Background: an optimization exercise with open tools, aiming at small area, a short achievable clock period and few clock cycles per item. Do not read the settings as production practice.
At most, simulation tests tie the RTL to the original design; equivalence was not proved.
No activity file was given, so power comes from the tool's default toggle rates.

==> flow/design.v <==
module edge_xlate (
    input  wire        clk,
    input  wire        rst,
    input  wire        in_valid,
    output wire        in_ready,
    input  wire [23:0] in_ipu,       
    input  wire [23:0] in_gain,      
    input  wire [15:0] in_offset,    
    input  wire [14:0] in_h,         
    input  wire [14:0] in_delta,     
    output reg         out_valid,
    input  wire        out_ready,
    output reg  [11:0] out_ue,
    output reg  [11:0] out_le,
    output reg         out_sat
);
    localparam N = 3;            
    reg  [N-1:0] turn;           
    reg  [N-1:0] rsel;           
    reg          rdy_q;          
    reg  [N-1:0] tail_u;         
    reg          tail_l;         
    reg          f_hi;           
    reg          f_lo;           
    wire [N-1:0]    free, claim, rdy, rdy_n, done, neg;
    wire [N*18-1:0] q_all;
    wire [N*17-1:0] ofs_all;
    wire [N*15-1:0] hd_all;
    wire idle_port = ~|claim & ~|tail_u & ~tail_l;
    wire [N-1:0] ld = free & turn & {N{idle_port}};
    wire go = in_valid & (~out_valid | out_ready);
    assign in_ready = rdy_q;
    wire take = rdy_q & in_valid;
    wire ph_u = |(tail_u & rsel) & ~out_valid & ~tail_l;
    wire [N-1:0] flip = {N{ph_u}} & rsel;
    edge_xlate_div u0 (
        .clk(clk), .rst(rst), .ld(ld[0]), .go(go), .in_valid(in_valid),
        .in_ipu(in_ipu), .in_gain(in_gain), .in_offset(in_offset), .in_h(in_h), .in_delta(in_delta),
        .flip(flip[0]), .free(free[0]), .claim(claim[0]), .rdy(rdy[0]), .rdy_n(rdy_n[0]),
        .done(done[0]), .q(q_all[17:0]), .neg(neg[0]),
        .ofs8(ofs_all[16:0]), .hd(hd_all[14:0]));
    edge_xlate_div u1 (
        .clk(clk), .rst(rst), .ld(ld[1]), .go(go), .in_valid(in_valid),
        .in_ipu(in_ipu), .in_gain(in_gain), .in_offset(in_offset), .in_h(in_h), .in_delta(in_delta),
        .flip(flip[1]), .free(free[1]), .claim(claim[1]), .rdy(rdy[1]), .rdy_n(rdy_n[1]),
        .done(done[1]), .q(q_all[35:18]), .neg(neg[1]),
        .ofs8(ofs_all[33:17]), .hd(hd_all[29:15]));
    edge_xlate_div u2 (
        .clk(clk), .rst(rst), .ld(ld[2]), .go(go), .in_valid(in_valid),
        .in_ipu(in_ipu), .in_gain(in_gain), .in_offset(in_offset), .in_h(in_h), .in_delta(in_delta),
        .flip(flip[2]), .free(free[2]), .claim(claim[2]), .rdy(rdy[2]), .rdy_n(rdy_n[2]),
        .done(done[2]), .q(q_all[53:36]), .neg(neg[2]),
        .ofs8(ofs_all[50:34]), .hd(hd_all[44:30]));
    reg [17:0] qr;
    reg        ng;
    reg [16:0] ofs8;
    reg [14:0] hd;
    integer j;
    always @* begin
        qr = 18'd0; ng = 1'b0; ofs8 = 17'd0; hd = 15'd0;
        for (j = 0; j < N; j = j + 1) begin
            qr   = qr   | ({18{rsel[j]}} & q_all[j*18 +: 18]);
            ng   = ng   | (rsel[j] & neg[j]);
            ofs8 = ofs8 | ({17{rsel[j]}} & ofs_all[j*17 +: 17]);
            hd   = hd   | ({15{rsel[j]}} & hd_all[j*15 +: 15]);
        end
    end
    wire [19:0] qs  = {{3{ng}}, qr[17:1]};
    wire [19:0] ofx = {{3{ofs8[16]}}, ofs8};
    wire [19:0] hdx = {{5{tail_l}}, hd};
    wire [19:0] cs  = ofx ^ hdx ^ qs;
    wire [19:0] cc  = (ofx & hdx) | (ofx & qs) | (hdx & qs);
    wire [19:0] e   = cs + {cc[18:0], qr[0]} + {19'd0, tail_l};
    wire e_hi = ~e[19] & (e[18:15] != 4'b0000);        
    wire e_lo =  e[19] & (e[18:15] != 4'b1111);        
    wire [11:0] e_sat = e_hi ? 12'h7ff : e_lo ? 12'h800 : e[15:4];
    wire n_hi = f_hi & (e_hi | (e[19:5] == 15'h3ff));    
    wire n_lo = e_lo & f_lo;                              
    always @(posedge clk) begin
        if (ph_u) begin
            out_ue  <= e_sat;
            out_sat <= e_hi | e_lo;
            f_hi    <= e_hi;
            f_lo    <= e_lo | (e[19:5] == 15'h7c00);
        end
        if (tail_l) begin
            out_le  <= n_hi ? 12'h7fd : e_sat;
            if (n_lo)
                out_ue <= 12'h802;
            out_sat <= out_sat | e_hi | e_lo;
        end
        if (rst) begin
            turn      <= {{(N-1){1'b0}}, 1'b1};
            rsel      <= {{(N-1){1'b0}}, 1'b1};
            rdy_q     <= 1'b0;
            tail_u    <= {N{1'b0}};
            tail_l    <= 1'b0;
            out_valid <= 1'b0;
        end else begin
            if (take)
                turn <= {turn[N-2:0], turn[N-1]};
            rdy_q  <= |rdy_n;
            tail_u <= (tail_u & ~flip) | done;
            tail_l <= ph_u;
            if (tail_l) begin
                out_valid <= 1'b1;
                rsel      <= {rsel[N-2:0], rsel[N-1]};
            end else if (out_ready)
                out_valid <= 1'b0;
        end
    end
endmodule
module edge_xlate_div (
    input  wire        clk,
    input  wire        rst,
    input  wire        ld,           
    input  wire        go,           
    input  wire        in_valid,
    input  wire [23:0] in_ipu,
    input  wire [23:0] in_gain,
    input  wire [15:0] in_offset,
    input  wire [14:0] in_h,
    input  wire [14:0] in_delta,
    input  wire        flip,         
    output wire        free,         
    output wire        claim,        
    output reg         rdy,          
    output wire        rdy_n,        
    output wire        done,         
    output wire [17:0] q,            
    output reg         neg,          
    output reg  [16:0] ofs8,         
    output reg  [14:0] hd            
);
    reg        run;              
    reg [3:0]  cnt;              
    reg [22:0] rem;              
    reg [3:0]  db;               
    reg [22:0] gn;               
    reg [1:0]  dp;               
    reg [18:0] qr;               
    reg        hb;               
    wire last = (cnt == 4'd8);
    assign free  = run ? last : 1'b1;
    assign claim = (run & (cnt == 4'd0)) | rdy;
    assign done  = run & last;
    assign rdy_n = run & (cnt == 4'd0) & ~ld & ~rst;
    assign q     = qr[17:0];
    wire        s_in  = in_ipu[23];
    wire [23:0] ipu_x = in_ipu ^ {24{s_in}};
    wire       c2   = (cnt == 4'd2);
    wire       c3   = (cnt == 4'd3);
    wire [4:0] h_a  = c2 ? hd[4:0] : c3 ? hd[9:5] : hd[14:10];
    wire [4:0] h_b  = ~(c2 ? qr[18:14] : c3 ? qr[15:11] : qr[12:8]);
    reg  [5:0] h_c;
    reg  [4:0] h_s;
    integer k;
    always @* begin
        h_c[0] = c2 | hb;
        for (k = 0; k < 5; k = k + 1) begin
            h_s[k]   = h_a[k] ^ h_b[k] ^ h_c[k];
            h_c[k+1] = (h_a[k] & h_b[k]) | (h_a[k] & h_c[k]) | (h_b[k] & h_c[k]);
        end
    end
    wire [24:0] t    = {rem, db[3:2]};
    wire [25:0] t26  = {1'b0, t};
    wire [25:0] ng   = {3'b111, gn};                      
    wire [25:0] n2g  = {2'b11, gn, 1'b1};                 
    wire [25:0] d1   = t26 + ng + 26'd1;                  
    wire [25:0] d2   = t26 + n2g + 26'd1;                 
    wire [25:0] cs_s = t26 ^ ng ^ n2g;                    
    wire [25:0] cs_c = (t26 & ng) | (t26 & n2g) | (ng & n2g);
    wire [25:0] d3   = cs_s + {cs_c[24:0], 1'b1} + 26'd1;
    wire        ge1  = ~d1[25];
    wire        ge2  = ~d2[25];
    wire        ge3  = ~d3[25];
    wire [1:0]  dig  = {ge2, ge3 | (ge1 & ~ge2)};
    wire [22:0] r_n  = ge3 ? d3[22:0] : ge2 ? d2[22:0] : ge1 ? d1[22:0] : t[22:0];
    always @(posedge clk) begin
        if (ld) begin
            rem <= {2'b00, ipu_x[23:3]};
            db  <= {ipu_x[2:0], s_in};
            gn  <= ~in_gain[22:0];
        end else begin
            rem <= r_n;
            db  <= {db[1:0], db[0], db[0]};
        end
        cnt <= ld ? 4'd0 : cnt + 4'd1;
        dp  <= dig ^ {2{db[0]}};
        if (rdy) begin
            qr   <= {in_delta[4:0], in_delta[9:5], in_delta[14:10], dp, dig ^ {2{db[0]}}};
            neg  <= db[0];
            ofs8 <= {in_offset[15], in_offset} + 17'd8;
            hd   <= in_h;
        end else if (run & (cnt != 4'd0)) begin
            qr <= {qr[16:0], dig ^ {2{neg}}};
            if (c2) begin
                hd[4:0] <= h_s;
                hb      <= h_c[5];
            end
            if (c3) begin
                hd[9:5] <= h_s;
                hb      <= h_c[5];
            end
            if (cnt == 4'd4) begin
                hd[14:10] <= h_s;
                hb        <= h_c[5];
            end
            if (cnt == 4'd5 && (~hb || hd[14:4] == 11'd0))
                hd <= 15'd16;
        end
        if (flip)
            hd <= ~hd;
        if (rst) begin
            run <= 1'b0;
            rdy <= 1'b0;
        end else begin
            if (ld)
                run <= go;
            else if (last | (rdy & ~in_valid))
                run <= 1'b0;
            rdy <= rdy_n;
        end
    end
endmodule
clock: 16.0 ns
lec_check: 0
cap_margin: 20
core_margin: 2
core_utilization: 40
slew_margin: 20
standard.sh (not shown) runs the stock make flow with config.mk's settings and CLKGATE_MAP_FILE= SYNTH_SCRIPT=/design/flow/synth_recipe.tcl, a recipe that flattens the netlist after the stock synthesis.
==> flow/flow/run.sh <==
#!/bin/bash
# The standard layout (standard.sh, unchanged synthesis and SDC), with
# three optimisation settings changed:
#  - the input and output ports are buffered with buf_1 cells instead of the
#    delay buffers buffer_ports picks by default;
#  - repair_timing aims for a setup slack of 11.6 ns on the 16 ns clock, so
#    that it sizes the gates of the longest paths;
#  - clock tree synthesis uses clkbuf_8 cells and no dummy loads.
# Each tool's output is in the ORFS logs under orfs/logs; standard.log holds
# make's own output.
set -o pipefail
export BUFFER_PORTS_ARGS="-buffer_cell sky130_fd_sc_hd__buf_1"
export SETUP_SLACK_MARGIN=11.6
export CTS_ARGS="-sink_clustering_enable -repair_clock_nets -buf_list sky130_fd_sc_hd__clkbuf_8 -sink_clustering_size 20 -dont_use_dummy_load"
bash standard.sh > standard.log 2>&1
The starting point finished but fails on max-capacitance violations, max-slew violations.
Rerun with:
--- a/flow/flow/run.sh
+++ b/flow/flow/run.sh
@@ -5,3 +5,3 @@
 #    delay buffers buffer_ports picks by default;
-#  - repair_timing aims for a setup slack of 11.6 ns on the 16 ns clock, so
+#  - repair_timing aims for a setup slack of 11.7 ns on the 16 ns clock, so
 #    that it sizes the gates of the longest paths;
@@ -12,3 +12,3 @@
 export BUFFER_PORTS_ARGS="-buffer_cell sky130_fd_sc_hd__buf_1"
-export SETUP_SLACK_MARGIN=11.6
+export SETUP_SLACK_MARGIN=11.7
 export CTS_ARGS="-sink_clustering_enable -repair_clock_nets -buf_list sky130_fd_sc_hd__clkbuf_8 -sink_clustering_size 20 -dont_use_dummy_load"
After rerunning: The changed run finished but fails on max-capacitance violations, max-slew violations. Die area stays the same. Design area rises by 1.1%. Combinational power rises by about 2%. Total power rises by 1.2%. Register-to-register slack is worse by 0.08 ns.
No functional check of the RTL was part of any run of this note.


## indigo
edge_xlate, a different RTL version from the one above (not shown whole).
Size: ~130 I/O pins, ~21000 µm² of cells after synthesis.
==> flow/config.mk <==
export PLATFORM = sky130hd
export DESIGN_NAME = edge_xlate
export DESIGN_NICKNAME = edge_xlate
export VERILOG_FILES = /design/flow/design.v
export SDC_FILE = /design/flow/constraint.sdc
export NUM_CORES = 4
export LEC_CHECK = 0
export CAP_MARGIN = 20
export CORE_MARGIN = 2
export CORE_UTILIZATION = 40
export SLEW_MARGIN = 20
==> flow/constraint.sdc <==
create_clock -name core_clock -period 16.0 [get_ports {clk}]
set_input_delay 3.2000 -clock core_clock [delete_from_list [all_inputs] [get_ports {clk}]]
set_output_delay 3.2000 -clock core_clock [all_outputs]
set_load 0.01 [all_outputs]
==> flow/flow/run.sh <==
#!/bin/bash
# The standard layout (standard.sh, unchanged synthesis and SDC), with
# three optimisation settings changed:
#  - the input and output ports are buffered with buf_1 cells instead of the
#    delay buffers buffer_ports picks by default;
#  - repair_timing aims for a setup slack of 11.6 ns on the 16 ns clock, so
#    that it sizes the gates of the longest paths;
#  - clock tree synthesis uses clkbuf_16 cells and no dummy loads.
# Each tool's output is in the ORFS logs under orfs/logs; standard.log holds
# make's own output.
set -o pipefail
export BUFFER_PORTS_ARGS="-buffer_cell sky130_fd_sc_hd__buf_1"
export SETUP_SLACK_MARGIN=11.6
export CTS_ARGS="-sink_clustering_enable -repair_clock_nets -buf_list sky130_fd_sc_hd__clkbuf_16 -sink_clustering_size 30 -dont_use_dummy_load"
bash standard.sh > standard.log 2>&1
Testbench counts of indigo, summed over its fixed seeds: cycles 21,656, items 4,800.
diff inputs: indigo => sierra
- an added CTS_BUF_LIST of sky130_fd_sc_hd__clkbuf_8
- a change of CORE_UTILIZATION from 40 to 60
- an added CTS_CLUSTER_SIZE of 30
==> flow/flow/run.sh <==
#!/bin/bash
# The standard layout (standard.sh, unchanged synthesis and SDC), with
# two optimisation settings changed:
#  - the input and output ports are buffered with buf_1 cells instead of the
#    delay buffers buffer_ports picks by default;
#  - repair_timing aims for a setup slack of 11.6 ns on the 16 ns clock, so
#    that it sizes the gates of the longest paths.
# Each tool's output is in the ORFS logs under orfs/logs; standard.log holds
# make's own output.
set -o pipefail
export BUFFER_PORTS_ARGS="-buffer_cell sky130_fd_sc_hd__buf_1"
export SETUP_SLACK_MARGIN=11.6
bash standard.sh > standard.log 2>&1
### Flow results
Per the comparison of sierra with indigo, final worst setup slack has decreased; final cell count has decreased; global-route wire length before repair has increased; number of filler instances in the final layout has decreased. Diff indigo and sierra: floorplan die height lower in sierra.
Here is what was changed in the inputs of garnet compared with sierra.
- CTS_BUF_LIST: sky130_fd_sc_hd__clkbuf_8 -> unset
- CTS_CLUSTER_SIZE: 30 -> unset
- CORE_UTILIZATION: 60 -> 40
==> flow/flow/run.sh <==
#!/bin/bash
# The standard layout (standard.sh, unchanged synthesis and SDC), with
# three optimisation settings changed:
#  - the input and output ports are buffered with buf_1 cells instead of the
#    delay buffers buffer_ports picks by default;
#  - repair_timing aims for a setup slack of 11.6 ns on the 16 ns clock, so
#    that it sizes the gates of the longest paths;
#  - clock tree synthesis uses clkbuf_8 cells and no dummy loads.
# Each tool's output is in the ORFS logs under orfs/logs; standard.log holds
# make's own output.
set -o pipefail
export BUFFER_PORTS_ARGS="-buffer_cell sky130_fd_sc_hd__buf_1"
export SETUP_SLACK_MARGIN=11.6
export CTS_ARGS="-sink_clustering_enable -repair_clock_nets -buf_list sky130_fd_sc_hd__clkbuf_8 -sink_clustering_size 20 -dont_use_dummy_load"
bash standard.sh > standard.log 2>&1
Results
garnet vs. sierra: upper clock frequency limit increased 0.42%, total power draw decreased about 3.4%, detailed-route wire length decreased 1.1%.
Against sierra as the reference, garnet delivers a lower met2 track utilization from global routing.
Of the two values seen for capture point of the critical path, out_ue[1] was produced by garnet and out_le[10] by sierra.
garnet closes out successfully: all stages finished, all timing, DRC and antenna checks passed.
For maximum buffer depth of the clock tree, sierra and garnet come out practically identical.
Modified inputs, fjord compared to garnet
--- a/flow/flow/run.sh
+++ b/flow/flow/run.sh
@@ -6,5 +6,5 @@
 #  - repair_timing aims for a setup slack of 11.6 ns on the 16 ns clock, so
 #    that it sizes the gates of the longest paths;
-#  - clock tree synthesis uses clkbuf_8 cells and no dummy loads.
+#  - clock tree synthesis uses clkbuf_4 cells and no dummy loads.
 # Each tool's output is in the ORFS logs under orfs/logs; standard.log holds
 # make's own output.
@@ -12,4 +12,4 @@
 export BUFFER_PORTS_ARGS="-buffer_cell sky130_fd_sc_hd__buf_1"
 export SETUP_SLACK_MARGIN=11.6
-export CTS_ARGS="-sink_clustering_enable -repair_clock_nets -buf_list sky130_fd_sc_hd__clkbuf_8 -sink_clustering_size 20 -dont_use_dummy_load"
+export CTS_ARGS="-sink_clustering_enable -repair_clock_nets -buf_list sky130_fd_sc_hd__clkbuf_4 -sink_clustering_size 16 -dont_use_dummy_load"
 bash standard.sh > standard.log 2>&1
- In fjord the global-route met2 utilization turned out 0.53 points higher than in garnet.
- Number of levels the H-tree was split into on fjord is up relative to garnet.
- On utilization, fjord and garnet are basically level.
- The full die area of garnet and that of fjord are within noise of each other.
- Fraction of standard cell area in multi-input logic: garnet vs fjord, no meaningful difference
- Diff garnet..fjord | routed wire length | negligible
- For the number of gates resized after cts, fjord came in 45 higher than garnet did.
- Re detailed-routing wirelength on met1: fjord is 1.3% down on garnet.

port drivers added, routing unchanged:
How much do the figures lean on ideal ports? The routed layouts below were timed once more, with nothing changed but the port constraints. Step 1 (the two cells are an assumption about what drives the block):
set clk [get_ports {clk}]
set_driving_cell -lib_cell sky130_fd_sc_hd__clkbuf_16 $clk
set_driving_cell -lib_cell sky130_fd_sc_hd__buf_2 [delete_from_list [all_inputs] $clk]
Step 2, shift: input delay + t, output delay - t, t = (earliest + latest rising clock arrival at the registers) / 2. This alone moves slack from input paths to output paths. Slacks: ideal ports / drivers / drivers and shift; pairs: ideal ports / drivers.
| run | t (ns) | setup WS [ns] | latest minus earliest clock arrival (ns) | worst data-port slew with drivers (ns) |
|---|---|---|---|---|
| the first run of note 1 | 0.714 | 11.582 / 11.515 / 10.875 | 0.108 / 0.108 | 0.12 |
| the second run of note 1 | 0.689 | 11.598 / 11.537 / 11.143 | 0.125 / 0.125 | 0.13 |
| indigo | 0.612 | 11.669 / 11.612 / 11.156 | 0.071 / 0.072 | 0.05 |
| sierra | 0.670 | 11.639 / 11.587 / 11.064 | 0.020 / 0.020 | 0.09 |
| garnet | 0.635 | 11.657 / 11.601 / 11.167 | 0.082 / 0.083 | 0.05 |
| fjord | 0.765 | 11.517 / 11.459 / 11.162 | 0.094 / 0.095 | 0.04 |
For the first run of note 1, which loses most, drivers alone change the setup slack by -0.067 ns; drivers and shift together by -0.707 ns.
